Source: an optimization exercise on an open RTL-to-GDS flow (aim: small area and a short achievable clock period). Production flows keep margins and buffers that such runs may drop. No functional check of the RTL was part of any run shown here. Power and IR drop assume default switching activity.

**config.mk**
```make
export PLATFORM = sky130hd
export DESIGN_NAME = arb_res
export DESIGN_NICKNAME = arb_res
export VERILOG_FILES = /design/flow/design.v
export SDC_FILE = /design/flow/constraint.sdc
export NUM_CORES = 8
export LEC_CHECK = 0
export CAP_MARGIN = 20
export CORE_MARGIN = 2
export CORE_UTILIZATION = 55
export CTS_CLUSTER_DIAMETER = 80
export CTS_CLUSTER_SIZE = 24
export SLEW_MARGIN = 20
export SYNTH_HIERARCHICAL = 1
```
**design.v**
```verilog
module arb_res (
    input  wire        clk,
    input  wire        rst,
    input  wire        tick_i,
    input  wire        pause_i,
    input  wire        cmd_valid_i,
    input  wire        cmd_op_i,
    input  wire [5:0]  cmd_id_i,
    input  wire [15:0] cmd_lst_i,
    input  wire        cmd_nodl_i,
    input  wire        cmd_lock_i,
    input  wire        unlock_i,
    output wire        gnt_valid_o,
    output wire [5:0]  gnt_id_o,
    output wire        gnt_lock_o,
    output wire        gnt_miss_o,
    output wire [15:0] gnt_slack_o,
    output wire        locked_o,
    output wire        lock_over_o,
    output wire        lock_reject_o,
    output wire        rewrite_o,
    output wire [6:0]  sat_cnt_o,
    output wire [6:0]  shift_cnt_o,
    output wire [5:0]  ptr_o,
    output wire [15:0] now_o
);
    localparam N = 64;
    localparam W = 17;                    
    reg [N-1:0]  v_q;                     
    reg [N-1:0]  s_q;                     
    reg [N-1:0]  nb_q;                    
    reg [15:0]   kb_q [0:N-1];            
    reg [3:0]    lk_q;                    
    reg [15:0]   now_q;
    reg [5:0]    ptr_q;
    reg          lock_act_q;
    reg [4:0]    lock_beat_q;             
    reg [6:0]    nv_q;                    
    reg [6:0]    sat_cnt_q;
    reg [6:0]    shift_cnt_q;
    wire cmd_new = cmd_valid_i & ~cmd_op_i;
    wire cmd_rw  = cmd_valid_i &  cmd_op_i;
    wire dt      = tick_i & ~pause_i;     
    localparam WL = W + 1;                
    wire [N-1:0] lob;                     
    genvar i;
    generate
        for (i = 0; i < N; i = i + 1) begin : g_lo
            assign lob[i] = (i >= ptr_q);
        end
    endgenerate
    wire [16*WL-1:0] l1_z;  wire [15:0] l1_any, l1_tie;  wire [63:0] l1_sel;  wire [31:0] l1_idx;
    wire [4*WL-1:0]  l2_z;  wire [3:0]  l2_any, l2_tie;  wire [15:0] l2_sel;  wire [7:0]  l2_idx;
    wire [WL-1:0]    l3_z;  wire        l3_any, l3_tie;  wire [3:0]  l3_sel;  wire [1:0]  l3_idx;
    generate
        for (i = 0; i < 16; i = i + 1) begin : g_l1
            wire [4*WL-1:0] key;
            genvar j;
            for (j = 0; j < 4; j = j + 1) begin : g_k
                assign key[j*WL +: WL] = {nb_q[4*i+j], kb_q[4*i+j], lob[4*i+j]};
            end
            arb_node u (.c0(v_q[4*i +: 4]), .kb(key), .tie_in(4'b0000),
                .z(l1_z[WL*i +: WL]), .any(l1_any[i]), .sel(l1_sel[4*i +: 4]),
                .idx(l1_idx[2*i +: 2]), .tie(l1_tie[i]));
        end
        for (i = 0; i < 4; i = i + 1) begin : g_l2
            arb_node u (.c0(l1_any[4*i +: 4]), .kb(l1_z[4*WL*i +: 4*WL]), .tie_in(l1_tie[4*i +: 4]),
                .z(l2_z[WL*i +: WL]), .any(l2_any[i]), .sel(l2_sel[4*i +: 4]),
                .idx(l2_idx[2*i +: 2]), .tie(l2_tie[i]));
        end
    endgenerate
    arb_node u_l3 (.c0(l2_any), .kb(l2_z), .tie_in(l2_tie),
        .z(l3_z), .any(l3_any), .sel(l3_sel), .idx(l3_idx), .tie(l3_tie));
    wire [N-1:0] sel;                     
    generate
        for (i = 0; i < N; i = i + 1) begin : g_sel
            assign sel[i] = l1_sel[i] & l2_sel[i/4] & l3_sel[i/16];
        end
    endgenerate
    reg  [5:0]  ids;
    integer q;
    always @* begin
        ids = 6'd0;
        for (q = 0; q < 4; q = q + 1)
            ids = ids | (l3_sel[q] ? {q[1:0], l2_idx[2*q +: 2], 2'b00} : 6'd0);
        for (q = 0; q < 16; q = q + 1)
            ids = ids | ((l3_sel[q/4] & l2_sel[q]) ? {4'b0000, l1_idx[2*q +: 2]} : 6'd0);
    end
    wire [W-1:0] l3_min = ~l3_z[WL-1:1];
    wire        ties = l3_tie;
    integer k;
    wire        new_v  = cmd_new & ~v_q[cmd_id_i];
    wire [15:0] kc;
    arb_ksub u_ksub (.lst(cmd_lst_i), .now(now_q), .kc(kc));
    wire        n_lt, n_eq;
    arb_kcmp u_kcmp (.a({1'b0, cmd_nodl_i, kc}), .b({~l3_any, l3_min}), .lt(n_lt), .eq(n_eq));
    wire [N-1:0] pre;
    wire        c_ge_p = cmd_id_i >= ptr_q;
    generate
        for (i = 0; i < N; i = i + 1) begin : g_pre
            wire lt_c = (i < cmd_id_i);
            assign pre[i] = c_ge_p ? (lob[i] & lt_c) : (lob[i] | lt_c);
        end
    endgenerate
    wire        n_first = ~|(sel & pre);
    wire        new_w  = new_v & (n_lt | (n_eq & n_first));
    wire        tie    = new_v ? (n_eq | (~n_lt & ties)) : ties;
    wire lock_end = lock_act_q & (lock_beat_q == 5'd31);
    wire held     = lock_act_q & ~lock_end;
    wire free     = ~pause_i & ~held;
    wire        lk_ok  = cmd_id_i[5:2] == 4'b1011;
    wire [15:0] kw     = new_w ? kc : l3_min[15:0];
    wire        nw     = new_w ? cmd_nodl_i : l3_min[16];
    wire        lkw    = new_w ? (cmd_lock_i & lk_ok)
                               : |(sel[47:44] & lk_q);
    assign gnt_valid_o = free & (new_v | l3_any);
    assign gnt_id_o    = new_w ? cmd_id_i : ids;
    assign gnt_lock_o  = lkw;
    assign gnt_slack_o = kw ^ 16'h8000;
    assign gnt_miss_o  = ~nw & ~kw[15];
    assign locked_o      = held;
    assign lock_over_o   = lock_end;
    assign ptr_o         = ptr_q;
    assign now_o         = now_q;
    assign lock_reject_o = new_v & cmd_lock_i & ~lk_ok;
    assign sat_cnt_o     = sat_cnt_q;
    assign shift_cnt_o   = shift_cnt_q;
    wire gs_any = gnt_valid_o & ~new_w;           
    wire gn     = gnt_valid_o &  new_w;           
    wire [N-1:0] hit;
    generate
        for (i = 0; i < N; i = i + 1) begin : g_hit
            assign hit[i] = (cmd_id_i == i);
        end
    endgenerate
    wire rw_v   = cmd_rw & v_q[cmd_id_i];
    assign rewrite_o = rw_v & ~(gs_any & |(sel & hit));
    wire [15:0] kc_t  = dt ? kc - 16'd1 : kc;
    wire        sat_c = tick_i & ~kc_t[15] & (~kc_t[14] | (kc_t[13:0] == 14'd0));
    wire [15:0] kc_st = sat_c ? 16'd0 : kc_t;
    wire [N-1:0] chk;                     
    wire new_st = new_v & ~gn;            
    generate
        for (i = 0; i < N; i = i + 1) begin : g_slot
            wire [15:0] kb_nx;
            wire        s_nx, v_nx;
            arb_slot u (.kb(kb_q[i]), .s(s_q[i]), .v(v_q[i]), .hit(hit[i]), .gs(gs_any & sel[i]),
                .new_st(new_st), .cmd_rw(cmd_rw), .dt(dt), .tick(tick_i), .kc_st(kc_st),
                .sat_c(sat_c), .kb_nx(kb_nx), .s_nx(s_nx), .v_nx(v_nx), .chk(chk[i]));
            always @(posedge clk) begin
                kb_q[i] <= kb_nx;
                if (new_st & hit[i]) nb_q[i] <= ~cmd_nodl_i;
            end
            always @(posedge clk) begin
                if (rst)
                    v_q[i] <= 1'b0;
                else
                    v_q[i] <= v_nx;
                s_q[i] <= s_nx;
            end
        end
    endgenerate
    wire [6:0] chk_cnt;
    arb_popcount u_pc (.x(chk), .n(chk_cnt));
    wire chk_g   = gs_any & |(sel & chk);
    wire cmd_sat = sat_c & (new_st | (rw_v & ~s_q[cmd_id_i] & ~(gs_any & |(sel & hit))));
    wire [6:0] sat_cnt = chk_cnt - {6'd0, chk_g} + {6'd0, cmd_sat};
    wire [6:0] nv_nx = nv_q + {6'd0, new_st} - {6'd0, gs_any};
    always @(posedge clk) begin
        if (new_st & lk_ok)
            lk_q[cmd_id_i[1:0]] <= cmd_lock_i;
    end
    always @(posedge clk) begin
        if (rst) begin
            nv_q        <= 7'd0;
            sat_cnt_q   <= 7'd0;
            shift_cnt_q <= 7'd0;
            now_q       <= 16'd0;
            ptr_q       <= 6'd0;
            lock_act_q  <= 1'b0;
        end else begin
            nv_q        <= nv_nx;
            sat_cnt_q   <= tick_i ? sat_cnt : 7'd0;
            shift_cnt_q <= (tick_i & pause_i) ? nv_nx : 7'd0;
            now_q       <= now_q + {15'd0, tick_i};
            if (gnt_valid_o & tie)
                ptr_q <= gnt_id_o + 6'd1;
            if (gnt_valid_o & gnt_lock_o)
                lock_act_q <= 1'b1;
            else if (lock_act_q & (lock_end | unlock_i))
                lock_act_q <= 1'b0;
        end
    end
    always @(posedge clk) begin
        if (gnt_valid_o & gnt_lock_o)
            lock_beat_q <= 5'd0;
        else if (lock_act_q)
            lock_beat_q <= lock_beat_q + 5'd1;
    end
endmodule
module arb_slot (
    input  wire [15:0] kb,
    input  wire        s,
    input  wire        v,
    input  wire        hit,                 
    input  wire        gs,                  
    input  wire        new_st,              
    input  wire        cmd_rw,
    input  wire        dt,
    input  wire        tick,
    input  wire [15:0] kc_st,
    input  wire        sat_c,
    output wire [15:0] kb_nx,
    output wire        s_nx,
    output wire        v_nx,
    output wire        chk
);
    wire [15:0] k = ~kb;
    wire stn  = new_st & hit;
    wire rwh  = cmd_rw & hit & v & ~s;
    wire load = stn | (rwh & ~gs);
    wire [16:0] bw;                         
    assign bw[0] = dt;
    genvar j;
    generate
        for (j = 0; j < 16; j = j + 1) begin : g_bw
            assign bw[j+1] = bw[j] & kb[j];
        end
    endgenerate
    wire [15:0] kd = k ^ bw[15:0];
    wire lz   = (k[13:1] == 13'd0);
    wire r0   = ~k[15] & (~k[14] | (lz & ~k[0]));
    wire r1   = ~k[15] & (k[14] ? lz : ~(lz & ~k[0]));
    wire ck   = tick & (dt ? r1 : r0);
    wire zero = s | ck;
    wire keep = ~load & ~zero;
    assign v_nx  = (v & ~gs) | stn;
    assign chk   = v & ~s & ~rwh & ck;
    assign kb_nx = ~(({16{load}} & kc_st) | ({16{keep}} & kd));
    assign s_nx  = load ? sat_c : (v_nx & zero);
endmodule
module arb_ksub (
    input  wire [15:0] lst,
    input  wire [15:0] now,
    output wire [15:0] kc
);
    assign kc = (lst - now) ^ 16'h8000;
endmodule
module arb_kcmp (
    input  wire [17:0] a,
    input  wire [17:0] b,
    output wire        lt,
    output wire        eq
);
    assign lt = a < b;
    assign eq = a == b;
endmodule
module arb_popcount (
    input  wire [63:0] x,
    output reg  [6:0]  n
);
    integer i;
    always @* begin
        n = 7'd0;
        for (i = 0; i < 64; i = i + 1)
            n = n + {6'd0, x[i]};
    end
endmodule
module arb_node #(parameter WL = 18) (
    input  wire [3:0]      c0,
    input  wire [4*WL-1:0] kb,
    input  wire [3:0]      tie_in,
    output wire [WL-1:0]   z,
    output wire            any,
    output wire [3:0]      sel,
    output wire [1:0]      idx,
    output wire            tie
);
    localparam D = WL / 2;
    wire [3:0] cs [0:D];
    wire [3:0] cm;                         
    assign cs[D] = c0;
    genvar d;
    generate
        for (d = D-1; d >= 0; d = d - 1) begin : g_d
            wire [3:0] hb = {kb[3*WL+2*d+1], kb[2*WL+2*d+1], kb[WL+2*d+1], kb[2*d+1]};
            wire [3:0] lb = {kb[3*WL+2*d],   kb[2*WL+2*d],   kb[WL+2*d],   kb[2*d]};
            if (d == 0) begin : g_last
                arb_dstage_last u (.c(cs[d+1]), .hb(hb), .lb(lb), .zh(z[2*d+1]), .zl(z[2*d]),
                    .cn(cs[d]), .ch(cm));
            end else begin : g_mid
                arb_dstage u (.c(cs[d+1]), .hb(hb), .lb(lb), .zh(z[2*d+1]), .zl(z[2*d]),
                    .cn(cs[d]));
            end
        end
    endgenerate
    wire [3:0] cl = cs[0];
    assign sel = {cl[3] & ~cl[2] & ~cl[1] & ~cl[0], cl[2] & ~cl[1] & ~cl[0], cl[1] & ~cl[0], cl[0]};
    assign idx = {sel[3] | sel[2], sel[3] | sel[1]};
    wire two = (cm[0] & cm[1]) | (cm[0] & cm[2]) | (cm[0] & cm[3]) |
               (cm[1] & cm[2]) | (cm[1] & cm[3]) | (cm[2] & cm[3]);
    assign tie = two | |(sel & tie_in);
    assign any = |c0;
endmodule
module arb_dstage (
    input  wire [3:0] c,
    input  wire [3:0] hb,
    input  wire [3:0] lb,
    output wire       zh,
    output wire       zl,
    output wire [3:0] cn
);
    wire nzh;
    arb_dcore u (.c(c), .hb(hb), .lb(lb), .zh(zh), .zl(zl), .nzh(nzh), .cn(cn));
endmodule
module arb_dstage_last (
    input  wire [3:0] c,
    input  wire [3:0] hb,
    input  wire [3:0] lb,
    output wire       zh,
    output wire       zl,
    output wire [3:0] cn,
    output wire [3:0] ch
);
    wire nzh;
    arb_dcore u (.c(c), .hb(hb), .lb(lb), .zh(zh), .zl(zl), .nzh(nzh), .cn(cn));
    genvar j;
    generate
        for (j = 0; j < 4; j = j + 1) begin : g_j
            arb_o21a u_m (.a1(hb[j]), .a2(nzh), .b1(c[j]), .x(ch[j]));
        end
    endgenerate
endmodule
module arb_dcore (
    input  wire [3:0] c,
    input  wire [3:0] hb,
    input  wire [3:0] lb,
    output wire       zh,
    output wire       zl,
    output wire       nzh,
    output wire [3:0] cn
);
    wire [3:0] yh, ya, yb;
    wire       a, b, nzl;
    genvar j;
    generate
        for (j = 0; j < 4; j = j + 1) begin : g_j
            arb_nand2 u_h (.a(c[j]), .b(hb[j]), .y(yh[j]));            
            arb_nand3 u_a (.a(c[j]), .b(hb[j]), .c(lb[j]), .y(ya[j]));  
            arb_nand2 u_b (.a(c[j]), .b(lb[j]), .y(yb[j]));            
            arb_o221a u_c (.a1(hb[j]), .a2(nzh), .b1(lb[j]), .b2(nzl), .c1(c[j]), .x(cn[j]));
        end
    endgenerate
    arb_nand4 u_zh (.a(yh[0]), .b(yh[1]), .c(yh[2]), .d(yh[3]), .y(zh));   
    arb_nand4 u_a  (.a(ya[0]), .b(ya[1]), .c(ya[2]), .d(ya[3]), .y(a));
    arb_nand4 u_b  (.a(yb[0]), .b(yb[1]), .c(yb[2]), .d(yb[3]), .y(b));
    arb_inv   u_nh (.a(zh), .y(nzh));
    arb_mux2i u_l  (.a0(b), .a1(a), .s(zh), .y(nzl));    
    arb_inv   u_zl (.a(nzl), .y(zl));
endmodule
module arb_inv (input wire a, output wire y);
    assign y = ~a;
endmodule
module arb_nand2 (input wire a, input wire b, output wire y);
    assign y = ~(a & b);
endmodule
module arb_nand3 (input wire a, input wire b, input wire c, output wire y);
    assign y = ~(a & b & c);
endmodule
module arb_nand4 (input wire a, input wire b, input wire c, input wire d, output wire y);
    assign y = ~(a & b & c & d);
endmodule
module arb_mux2i (input wire a0, input wire a1, input wire s, output wire y);
    assign y = ~(s ? a1 : a0);
endmodule
module arb_o21a (input wire a1, input wire a2, input wire b1, output wire x);
    assign x = (a1 | a2) & b1;
endmodule
module arb_o221a (input wire a1, input wire a2, input wire b1, input wire b2, input wire c1,
                  output wire x);
    assign x = (a1 | a2) & (b1 | b2) & c1;
endmodule
```
**flow/speed_modules.txt**
```
arb_ksub
arb_kcmp
```
**constraint.sdc**
```tcl
create_clock -name core_clock -period 48.0 [get_ports {clk}]
set_input_delay 9.6000 -clock core_clock [delete_from_list [all_inputs] [get_ports {clk}]]
set_output_delay 9.6000 -clock core_clock [all_outputs]
set_load 0.01 [all_outputs]
```
**flow/abc_area.script**
```
&get -n
&st
&dch -f
&nf -R 1000
&put
```
**standard.sh**
```bash
#!/bin/bash
# synth_recipe.tcl (not shown) runs the flow's synth.tcl, then flattens the netlist and writes it again
# the make line also repeats each setting of config.mk as NAME=value (left out here)
make -C /OpenROAD-flow-scripts/flow DESIGN_CONFIG=/design/flow/config.mk WORK_HOME=/design/flow/orfs CLKGATE_MAP_FILE= SYNTH_SCRIPT=/design/flow/synth_recipe.tcl "${@:-finish}"
```
**flow/abc_speed.script**
```
&get -n
&st
&dch
&nf
&st
&syn2
&if -g -K 6
&synch2
&nf
&st
&syn2
&if -g -K 6
&synch2
&nf
&st
&syn2
&if -g -K 6
&synch2
&nf
&st
&syn2
&if -g -K 6
&synch2
&nf
&st
&syn2
&if -g -K 6
&synch2
&nf
&put
buffer -c
topo
stime -c
upsize -c
dnsize -c
```
**flow/margin.txt**
```
25
```
**flow/run.sh**
```bash
#!/bin/bash
# Layout flow: the standard ORFS flow (standard.sh) with two changes.
#  1. Synthesis maps the logic with our own ABC scripts instead of ORFS's:
#     the small modules named in flow/speed_modules.txt with abc_speed.script
#     (ORFS's own speed script), everything else with abc_area.script. It is
#     otherwise the standard synthesis (synth_recipe.tcl, with the
#     settings of config.mk), so the registers keep their names and cells.
#  2. Timing repair aims at the setup slack margin in flow/margin.txt (ns), so
#     that the critical paths are sized for a shorter period than the 48 ns
#     clock. The constraints (clock, I/O delays, loads) are the standard flow's.
# Each tool's output goes to synth.log / layout.log here, and ORFS's own logs
# under orfs/logs.
set -euo pipefail
W=$(pwd)
F=$W/flow
G=$W/flow_gen
mkdir -p "$G"
MARGIN=$(tr -d ' \n' < "$F/margin.txt")
SPEED=$(tr '\n' ' ' < "$F/speed_modules.txt")

sed "s|log_cmd abc {\*}\$abc_args|log_cmd abc -script $F/abc_speed.script {*}[lrange \$abc_args 2 end] $SPEED\n  log_cmd abc -script $F/abc_area.script {*}[lrange \$abc_args 2 end]|" \
    "$FLOW_HOME/scripts/synth.tcl" > "$G/synth.tcl"
grep -q "abc -script $F/abc_area.script" "$G/synth.tcl"
sed "s|source \$::env(SCRIPTS_DIR)/synth.tcl|source $G/synth.tcl|" synth_recipe.tcl > "$G/synth_recipe.tcl"
grep -q "source $G/synth.tcl" "$G/synth_recipe.tcl"

make -C "$FLOW_HOME" DESIGN_CONFIG="$W/config.mk" WORK_HOME="$W/orfs" CLKGATE_MAP_FILE= \
    SYNTH_SCRIPT="$G/synth_recipe.tcl" synth > "$W/synth.log" 2>&1

sed "s|\"\${@:-finish}\"|SETUP_SLACK_MARGIN=$MARGIN \"\${@:-finish}\"|" standard.sh > "$G/standard.sh"
grep -q "SETUP_SLACK_MARGIN=$MARGIN" "$G/standard.sh"
bash "$G/standard.sh" > "$W/layout.log" 2>&1
```
==> summary.md, run 1 <==
| Metric | Value |
|---|---|
| Status | `timing/DRC/antenna clean` |
| Maximum vdd drop | `0.0000529 V` |
| Final setup violating endpoints | `0` |
| Placed Cells | `14.4k` |
| Gr ovfl total | `0` |
| CTS clock-pin slew for the worst setup and hold paths | `90 ps` |
| Final TNS setup | `0 ps` |
| Critical path endpoint category | `output port` |
| CP delay by family, top | `simple AND/OR/NAND/NOR gates` |
| Finished Core Util | `0.686` |
| Worst Path Max Fanout | `7` |
| Setup Skew | `47.3 ps` |
| Final net count | `14.2k` |
| Worst-Skew Late Latency | `820 ps` |
| Pwr Total | `4.73 mW` |
| Rel. slew slack | `0.142` |
| Power Dens Cells | `41.3 nW/um2` |
| Synth Area per Inst | `7.81 um2` |
| Hold Fails Final Rpt | `0` |
| Placed cell areas | `98000 um2` |
| Fill count | `13.3k` |
| Clk sinks | `1269` |
| First-pass GRT wire length | `611 mm` |
| Post-Syn Area | `92400 um2` |
| Rows | `150` |
| Footprint of the multi-input gates | `69900 um2` |
| Vias per cell | `6.99` |
| Final cell count without fillers | `15.4k` |
| Number of port buffers | `95` |
| DRC | `0` |
| Syn. warnings | `11` |
| CTS buffer count | `89` |
| WP data required | `38400 ps` |
| Vias in the first global route | `96.5k` |
| GRT Resource Usage Total | `0.468` |
| Initial antenna violation count | `14` |
| Max clock buf depth | `3` |
| Layout cells sized above 1 | `0.172` |
| Htree depth | `3` |
| ANT nets after route | `0` |
| Routability Congestion | `1.13` |
| Crit path top cell by count | `nand4_1` |
| Crit path time final | `24090 ps` |
| Post-Route WL | `428 mm` |
| MaxCap Viol Count | `0` |
| Max incr delay on CP | `580 ps` |
| IO Count | `96` |
| Synth-to-layout area growth | `24.1%` |
| Chip Height | `414 um` |
| Setup slack after layout | `23910 ps` |
| Dpl ws | `17140 ps` |
| Critical Path Start Type | `register` |
| Core area | `167000 um2` |
| Routed WL per cell | `27.8 um` |
| Largest net degree at the start of global routing | `71` |
| Post-route cell area | `115000 um2` |
| Hold_buf cts | `0` |
| Hold crit path type | `reg -> reg` |
| Starting Density | `0.553` |
| Crit path DAT | `14490 ps` |
| 1st-iter DRT viols | `16.1k` |
| Worst hold slack | `510 ps` |
| CTS tree | `built` |
| P_leak | `44.3 nW` |
| Synthesized instance count | `11.8k` |
| Slew Limit Fails | `0` |
| 1st-pass router iterations | `17` |
| Die ar. | `171000 um2` |
| Vias | `107k` |
| Clk root buf | `clkbuf_16` |
| Fin crit share | `0.502` |
| RSZ-0062 raised after global routing | `true` |
| Die X | `414 um` |
| CP Buf/Inv Count | `10` |
| Fmax | `0.0415 GHz` |
| Register area | `26200 um2` |
| Dpl hpwl | `310 mm` |
| CP max-delay cell | `nor4_4` |
| Measured slew at the worst slew-check pin | `1280 ps` |
| Crit Path Category | `reg -> out` |
## worst min-delay path, delay by kind of cell, from the launching register on
| kind | cells | cell delay (ps) |
|---|---|---|
| muxes | 1 | 70 |
| DFF | 1 | 340 |
| and+or+nand+nor | 1 | 70 |
## final timing paths
kind                            depth (start not counted)             end           start  slack, ps
worst max-delay path                                   62       rewrite_o        nb_q[23]      23910
worst min-delay path                                    2  lock_beat_q[4]  lock_beat_q[4]        510
worst min register to register                          2  lock_beat_q[4]  lock_beat_q[4]        510
worst max register to register                         68     kb_q[24][1]        nb_q[23]      30970
## layout make-up
type / count / area share
sequential: 1269 / 0.229
tap: 2204 / 0.0241
multi-input combinational: 9896 / 0.610
antenna: 6 / 0.000131
timing repair buffer: 1104 / 0.0809
clock inverter: 60 / 0.00745
clock buffer: 99 / 0.0206
inverter: 728 / 0.0283
## routing by layer
metal | vias up | global-route usage | routed length (um) | share of wire
met4 | 12 | 0.295 | 35500 | 0.083
li1 | 46900 | - | - | -
met5 | - | 0 | 100 | 0.00023
met1 | 50900 | 0.602 | 159000 | 0.37
met3 | 1985 | 0.128 | 56500 | 0.13
met2 | 7507 | 0.692 | 176000 | 0.41
## placed cells by master (no fill, tap or decap), drive strengths merged, types with 103 or more instances in the layout
cell type and instances:
a21oi 1197, and3 110, buf 1027, clkbuf 103, clkinv 605, dfxtp 1201, ha 1038, inv 140
mux2i 203, nand2 1877, nand3 1084, nand4 798, nor2 1331, nor2b 104, o21ai 379, o221a 757
## flip-flops by register name, summed over array words and instances, names as in the netlist, 6 cells and up
register / count
ptr_q: 6
v_q: 64
nv_q: 7
s_q: 64
sat_cnt_q: 7
nb_q: 64
shift_cnt_q: 7
kb_q: 1024
now_q: 16
## timing repair
item,in CTS,in global routing
cloned,13,3
pin swaps,392,299
setup buffers,518,291
setup endpoints to repair,560,26
resized for setup,1088,479
## report_power, final
group          total, mW  switching (mW)  internal (mW)  leakage, nW
Sequential          2.17           0.704           1.46         10.5
Clock              0.882           0.481          0.401         1.55
Combinational       1.68            1.03          0.657         32.3
Total               4.73            2.21           2.52         44.3
==> inputs of run 2 (changes only) <==
--- a/design.v
+++ b/design.v
@@ -77,15 +77,33 @@
             assign sel[i] = l1_sel[i] & l2_sel[i/4] & l3_sel[i/16];
         end
     endgenerate
-    reg  [5:0]  ids;
-    integer q;
-    always @* begin
-        ids = 6'd0;
-        for (q = 0; q < 4; q = q + 1)
-            ids = ids | (l3_sel[q] ? {q[1:0], l2_idx[2*q +: 2], 2'b00} : 6'd0);
-        for (q = 0; q < 16; q = q + 1)
-            ids = ids | ((l3_sel[q/4] & l2_sel[q]) ? {4'b0000, l1_idx[2*q +: 2]} : 6'd0);
-    end
+    wire [N-1:0] pre;                     
+    wire [N-1:0] hit;                     
+    wire        c_ge_p = cmd_id_i >= ptr_q;
+    generate
+        for (i = 0; i < N; i = i + 1) begin : g_pre
+            wire lt_c = (i < cmd_id_i);
+            assign pre[i] = c_ge_p ? (lob[i] & lt_c) : (lob[i] | lt_c);
+            assign hit[i] = (cmd_id_i == i);
+        end
+    endgenerate
+    wire [15:0] preg, hitg;
+    wire [15:0] idh;
+    wire [3:0]  preh, hith;
+    generate
+        for (i = 0; i < 16; i = i + 1) begin : g_g
+            assign preg[i] = |(l1_sel[4*i +: 4] & pre[4*i +: 4]);
+            assign hitg[i] = |(l1_sel[4*i +: 4] & hit[4*i +: 4]);
+        end
+        for (i = 0; i < 4; i = i + 1) begin : g_h
+            assign preh[i] = |(l2_sel[4*i +: 4] & preg[4*i +: 4]);
+            assign hith[i] = |(l2_sel[4*i +: 4] & hitg[4*i +: 4]);
+            assign idh[4*i +: 4] = {l2_idx[2*i +: 2],
+                (l2_sel[4*i]   ? l1_idx[8*i +: 2]   : 2'b00) | (l2_sel[4*i+1] ? l1_idx[8*i+2 +: 2] : 2'b00) |
+                (l2_sel[4*i+2] ? l1_idx[8*i+4 +: 2] : 2'b00) | (l2_sel[4*i+3] ? l1_idx[8*i+6 +: 2] : 2'b00)};
+        end
+    endgenerate
+    wire lkh = l2_sel[11] & |(l1_sel[47:44] & lk_q);     
     wire [W-1:0] l3_min = ~l3_z[WL-1:1];
     wire        ties = l3_tie;
     integer k;
@@ -94,30 +112,19 @@
     arb_ksub u_ksub (.lst(cmd_lst_i), .now(now_q), .kc(kc));
     wire        n_lt, n_eq;
     arb_kcmp u_kcmp (.a({1'b0, cmd_nodl_i, kc}), .b({~l3_any, l3_min}), .lt(n_lt), .eq(n_eq));
-    wire [N-1:0] pre;
-    wire        c_ge_p = cmd_id_i >= ptr_q;
-    generate
-        for (i = 0; i < N; i = i + 1) begin : g_pre
-            wire lt_c = (i < cmd_id_i);
-            assign pre[i] = c_ge_p ? (lob[i] & lt_c) : (lob[i] | lt_c);
-        end
-    endgenerate
-    wire        n_first = ~|(sel & pre);
-    wire        new_w  = new_v & (n_lt | (n_eq & n_first));
-    wire        tie    = new_v ? (n_eq | (~n_lt & ties)) : ties;
     wire lock_end = lock_act_q & (lock_beat_q == 5'd31);
     wire held     = lock_act_q & ~lock_end;
     wire free     = ~pause_i & ~held;
-    wire        lk_ok  = cmd_id_i[5:2] == 4'b1011;
-    wire [15:0] kw     = new_w ? kc : l3_min[15:0];
-    wire        nw     = new_w ? cmd_nodl_i : l3_min[16];
-    wire        lkw    = new_w ? (cmd_lock_i & lk_ok)
-                               : |(sel[47:44] & lk_q);
+    wire lk_ok    = cmd_id_i[5:2] == 4'b1011;
+    wire new_w, tie;
+    wire rw_v = cmd_rw & v_q[cmd_id_i];
+    arb_out u_out (.new_v(new_v), .n_lt(n_lt), .n_eq(n_eq), .ties(ties), .l3_sel(l3_sel),
+        .preh(preh), .hith(hith), .idh(idh), .lkh(lkh), .rw_v(rw_v), .free_any(free & l3_any),
+        .kc(kc), .mn(l3_min), .cmd_id(cmd_id_i), .cmd_nodl(cmd_nodl_i),
+        .lock_n(cmd_lock_i & lk_ok), .new_w(new_w), .tie(tie), .gnt_id(gnt_id_o),
+        .gnt_lock(gnt_lock_o), .gnt_slack(gnt_slack_o), .gnt_miss(gnt_miss_o),
+        .rewrite(rewrite_o));
     assign gnt_valid_o = free & (new_v | l3_any);
-    assign gnt_id_o    = new_w ? cmd_id_i : ids;
-    assign gnt_lock_o  = lkw;
-    assign gnt_slack_o = kw ^ 16'h8000;
-    assign gnt_miss_o  = ~nw & ~kw[15];
     assign locked_o      = held;
     assign lock_over_o   = lock_end;
     assign ptr_o         = ptr_q;
@@ -127,14 +134,6 @@
     assign shift_cnt_o   = shift_cnt_q;
     wire gs_any = gnt_valid_o & ~new_w;           
     wire gn     = gnt_valid_o &  new_w;           
-    wire [N-1:0] hit;
-    generate
-        for (i = 0; i < N; i = i + 1) begin : g_hit
-            assign hit[i] = (cmd_id_i == i);
-        end
-    endgenerate
-    wire rw_v   = cmd_rw & v_q[cmd_id_i];
-    assign rewrite_o = rw_v & ~(gs_any & |(sel & hit));
     wire [15:0] kc_t  = dt ? kc - 16'd1 : kc;
     wire        sat_c = tick_i & ~kc_t[15] & (~kc_t[14] | (kc_t[13:0] == 14'd0));
     wire [15:0] kc_st = sat_c ? 16'd0 : kc_t;
@@ -163,7 +162,7 @@
     wire [6:0] chk_cnt;
     arb_popcount u_pc (.x(chk), .n(chk_cnt));
     wire chk_g   = gs_any & |(sel & chk);
-    wire cmd_sat = sat_c & (new_st | (rw_v & ~s_q[cmd_id_i] & ~(gs_any & |(sel & hit))));
+    wire cmd_sat = sat_c & (new_st | (rw_v & ~s_q[cmd_id_i] & ~(gs_any & |(l3_sel & hith))));
     wire [6:0] sat_cnt = chk_cnt - {6'd0, chk_g} + {6'd0, cmd_sat};
     wire [6:0] nv_nx = nv_q + {6'd0, new_st} - {6'd0, gs_any};
     always @(posedge clk) begin
@@ -255,6 +254,46 @@
     assign lt = a < b;
     assign eq = a == b;
 endmodule
+module arb_out (
+    input  wire        new_v,
+    input  wire        n_lt,                
+    input  wire        n_eq,                
+    input  wire        ties,                
+    input  wire [3:0]  l3_sel,
+    input  wire [3:0]  preh,
+    input  wire [3:0]  hith,
+    input  wire [15:0] idh,
+    input  wire        lkh,                 
+    input  wire        rw_v,                
+    input  wire        free_any,
+    input  wire [15:0] kc,
+    input  wire [16:0] mn,                  
+    input  wire [5:0]  cmd_id,
+    input  wire        cmd_nodl,
+    input  wire        lock_n,
+    output wire        new_w,
+    output wire        tie,
+    output wire [5:0]  gnt_id,
+    output wire        gnt_lock,
+    output wire [15:0] gnt_slack,
+    output wire        gnt_miss,
+    output wire        rewrite
+);
+    wire       n_first = ~|(l3_sel & preh);     
+    wire       lock_s  = l3_sel[2] & lkh;
+    wire [3:0] idl     = (l3_sel[0] ? idh[3:0]   : 4'd0) | (l3_sel[1] ? idh[7:4]   : 4'd0) |
+                         (l3_sel[2] ? idh[11:8]  : 4'd0) | (l3_sel[3] ? idh[15:12] : 4'd0);
+    wire [5:0] ids     = {l3_sel[3] | l3_sel[2], l3_sel[3] | l3_sel[1], idl};
+    assign rewrite = rw_v & ~(free_any & |(l3_sel & hith));
+    assign new_w = new_v & (n_lt | (n_eq & n_first));
+    assign tie   = new_v ? (n_eq | (~n_lt & ties)) : ties;
+    wire [15:0] kw = new_w ? kc : mn[15:0];
+    wire        nw = new_w ? cmd_nodl : mn[16];
+    assign gnt_id    = new_w ? cmd_id : ids;
+    assign gnt_lock  = new_w ? lock_n : lock_s;
+    assign gnt_slack = kw ^ 16'h8000;
+    assign gnt_miss  = ~nw & ~kw[15];
+endmodule
 module arb_popcount (
     input  wire [63:0] x,
     output reg  [6:0]  n
==> flow/margin.txt (replaced) <==
22
==> flow/speed_modules.txt (replaced) <==
arb_ksub
arb_kcmp
arb_out
--- a/config.mk
+++ b/config.mk
@@ -7,7 +7,7 @@
 export LEC_CHECK = 0
 export CAP_MARGIN = 20
 export CORE_MARGIN = 2
-export CORE_UTILIZATION = 55
+export CORE_UTILIZATION = 70
 export CTS_CLUSTER_DIAMETER = 80
 export CTS_CLUSTER_SIZE = 24
 export SLEW_MARGIN = 20
==> run 2 against run 1 <==
Critical endpoint is now gnt_id_o[4]. Power shrank 3.4%. Combinational power about the same. Wire length down 8.7%.
==> summary.md, run 2 <==
| Metric | Value |
|---|---|
| Status | `timing/DRC/antenna clean` |
| WP data required | `38400 ps (about the same)` |
| Fmax | `0.0384 GHz (-7.5%)` |
| Register area | `26100 um2 (-0.45%)` |
| Die ar. | `135000 um2 (-21%)` |
| Footprint of the multi-input gates | `65200 um2 (-6.8%)` |
| 1st-pass router iterations | `20 (+3)` |
| Crit path time final | `26030 ps (+1940 ps)` |
| Synthesized instance count | `11.8k (-0.24%)` |
| Max incr delay on CP | `610 ps (+30 ps)` |
| Layout cells sized above 1 | `0.0557 (-0.116)` |
| Top reg by flops | `kb_q` |
| Vias per cell | `7.54 (+8.0%)` |
| Fin crit share | `0.542 (+0.0405)` |
| Post-Route WL | `391 mm (-8.7%)` |
| GRT Resource Usage Total | `0.545 (+0.0763)` |
| Pwr Total | `4.57 mW (-3.4%)` |
| Htree depth | `3 (unchanged)` |
| Final net count | `13.4k (-5.7%)` |
| Vias | `106k (-0.95%)` |
| Clk root buf | `clkbuf_16` |
| Initial antenna violation count | `20 (+6)` |
| RSZ-0062 raised after global routing | `false` |
| Gr ovfl total | `0 (unchanged)` |
| Hold Path Depth | `2 (unchanged)` |
| CTS clock-pin slew for the worst setup and hold paths | `100 ps (about the same)` |
| Synth Area per Inst | `7.85 um2 (+0.49%)` |
| Vias in the first global route | `100k (+3.6%)` |
| Core area | `131000 um2 (-21%)` |
| Worst Path Max Fanout | `40 (+33)` |
| P_leak | `38.3 nW (-14%)` |
| Crit path depth | `52 (-16%)` |
| Commonest non-fill, non-tap cell in the layout | `nand2_1` |
| Chip Height | `368 um (-11%)` |
| Final setup violating endpoints | `0 (unchanged)` |
| DRC | `0 (unchanged)` |
| CP Buf/Inv Count | `6 (-4)` |
| Max clock buf depth | `3 (unchanged)` |
| Starting Density | `0.705 (+0.151)` |
| Measured slew at the worst slew-check pin | `1320 ps (+33.2 ps)` |
| Rows | `133 (-11%)` |
| Dpl hpwl | `287 mm (-7.2%)` |
| CTS buffer count | `74 (-17%)` |
| Power Dens Cells | `45.0 nW/um2 (+9.1%)` |
| Max reg flops | `1024 (unchanged)` |
| First-pass GRT wire length | `578 mm (-5.4%)` |
| Hold crit path type | `reg -> reg` |
| Rel. slew slack | `0.122 (-0.0203)` |
| Reg2Reg Depth | `64 (-5.9%)` |
| Post-route cell area | `102000 um2 (-11%)` |
| Crit path top cell by count | `mux2i_2` |
| Fill count | `8943 (-33%)` |
| Routability Congestion | `1.22 (+8.5%)` |
| Post-Syn Area | `92600 um2 (+0.25%)` |
| Worst-Skew Late Latency | `760 ps (-60 ps)` |
| Routed WL per cell | `27.7 um (-0.40%)` |
| Crit Path Category | `reg -> out` |
| Maximum vdd drop | `0.0000462 V (-13%)` |
| Crit path DAT | `16430 ps (+1940 ps)` |
| CTS tree | `built` |
| Synth-to-layout area growth | `9.66%` |
| ANT nets after route | `0 (unchanged)` |
| IO Count | `96 (unchanged)` |
| MaxCap Viol Count | `0 (unchanged)` |
| CP max-delay cell | `a222oi_1` |
| Critical Path Start Type | `register` |
| Die X | `368 um (-11%)` |
| Critical path endpoint category | `output port` |
| Hold Fails Final Rpt | `0 (unchanged)` |
| Number of port buffers | `95 (unchanged)` |
| Syn. warnings | `11 (unchanged)` |
| Final TNS setup | `0 ps (unchanged)` |
| Slew Limit Fails | `0 (unchanged)` |
| Clk sinks | `1269 (unchanged)` |
| Setup Skew | `48.0 ps (+0.701 ps)` |
| Worst hold slack | `521 ps (+10.9 ps)` |
| Commonest cells after routing, fill and taps aside | `1876 x nand2_1, 1315 x nor2_1, 1201 x dfxtp_1, 1160 x a21oi_1, 1064 x nand3_1` |
| CP delay by family, top | `multiplexers` |
| Placed cell areas | `97500 um2 (-0.48%)` |
| Largest net degree at the start of global routing | `65 (-8.5%)` |
| 1st-iter DRT viols | `18.4k (+14%)` |
[run 2: worst paths after layout]
path | start | endpoint | slack, ps
worst max-delay path | v_q[14] | gnt_id_o[4] | 21970
worst min-delay path | lock_beat_q[4] | lock_beat_q[4] | 520
worst max register to register | v_q[63] | nv_q[6] | 29160
worst min register to register | lock_beat_q[4] | lock_beat_q[4] | 520
[run 2: per-layer routing]
layer  track usage  wire (um)  part of all wire
met1         0.636     131000              0.34
met2         0.801     157000              0.40
met3         0.211      62800              0.16
met4         0.421      39900              0.10
met5       0.00748        393            0.0010
[run 2: per-stage QoR]
step	utilization	setup slack (ps)	instances
after floorplan	-	22460	11900
final	0.773	21970	14100
after global placement	0.742	21060	13900
after detailed placement	0.742	21110	13900
after CTS	0.765	22000	14000
after global routing	0.772	21860	14100
[run 2: power breakdown]
group	total [mW]	leakage [nW]	internal (mW)	switching [mW]
Sequential	2.10	10.5	1.46	0.650
Combinational	1.71	26.6	0.649	1.06
Clock	0.753	1.22	0.332	0.421
Total	4.57	38.3	2.44	2.14
[run 2: what timing repair did]
item	4_1_cts	5_1_grt
hold buffers	0	0
pin swaps	25	50
setup endpoints to repair	25	25
buffers inserted	24	51
resized for setup	86	134
[run 2: final cells by class]
| cell class | instances | share of cell area |
|---|---|---|
| sequential | 1269 | 0.257 |
| clock buffer | 85 | 0.0192 |
| inverter | 714 | 0.0264 |
| multi-input combinational | 9869 | 0.642 |
| timing repair buffer | 352 | 0.0284 |
| tap | 1755 | 0.0216 |
| clock inverter | 38 | 0.00559 |
| antenna | 10 | 0.000246 |
[run 2: worst reg2reg max path: cells and delay by family, from the launching register on]
kind,cells,cell delay [ps]
AND/OR/NAND/NOR,26,4680
buffers and inverters,11,4120
adder cells (fa/ha/maj),2,760
AO/OA/AOI/OAI,14,4150
flip-flops,1,470
multiplexers,10,4210
XOR/XNOR,1,300

[separate check: timing with driven ports]
The flow's constraints put no driver on any port. The routed layouts listed below were extracted and timed again, unchanged, in two steps. Step 1: set_driving_cell puts a clkbuf_16 on clk and a buf_2 on each other input, an assumption about the parent block. Step 2, shift: input delay + t, output delay - t, t = (earliest + latest rising clock arrival at the registers) / 2. This alone moves slack from input paths to output paths. Slacks: ideal / step 1 / step 2; pairs: ideal / step 1.
| run | t (ns) | setup WS [ns] | clock arrival spread, ns | worst register clock-pin slew, ns |
|---|---|---|---|---|
| run 1 | 0.893 | 23.913 / 23.818 / 24.399 | 0.048 / 0.047 | 0.11 / 0.11 |
| run 2 | 0.823 | 21.969 / 21.885 / 22.556 | 0.048 / 0.048 | 0.11 / 0.11 |
After both steps every run listed still meets setup and hold.
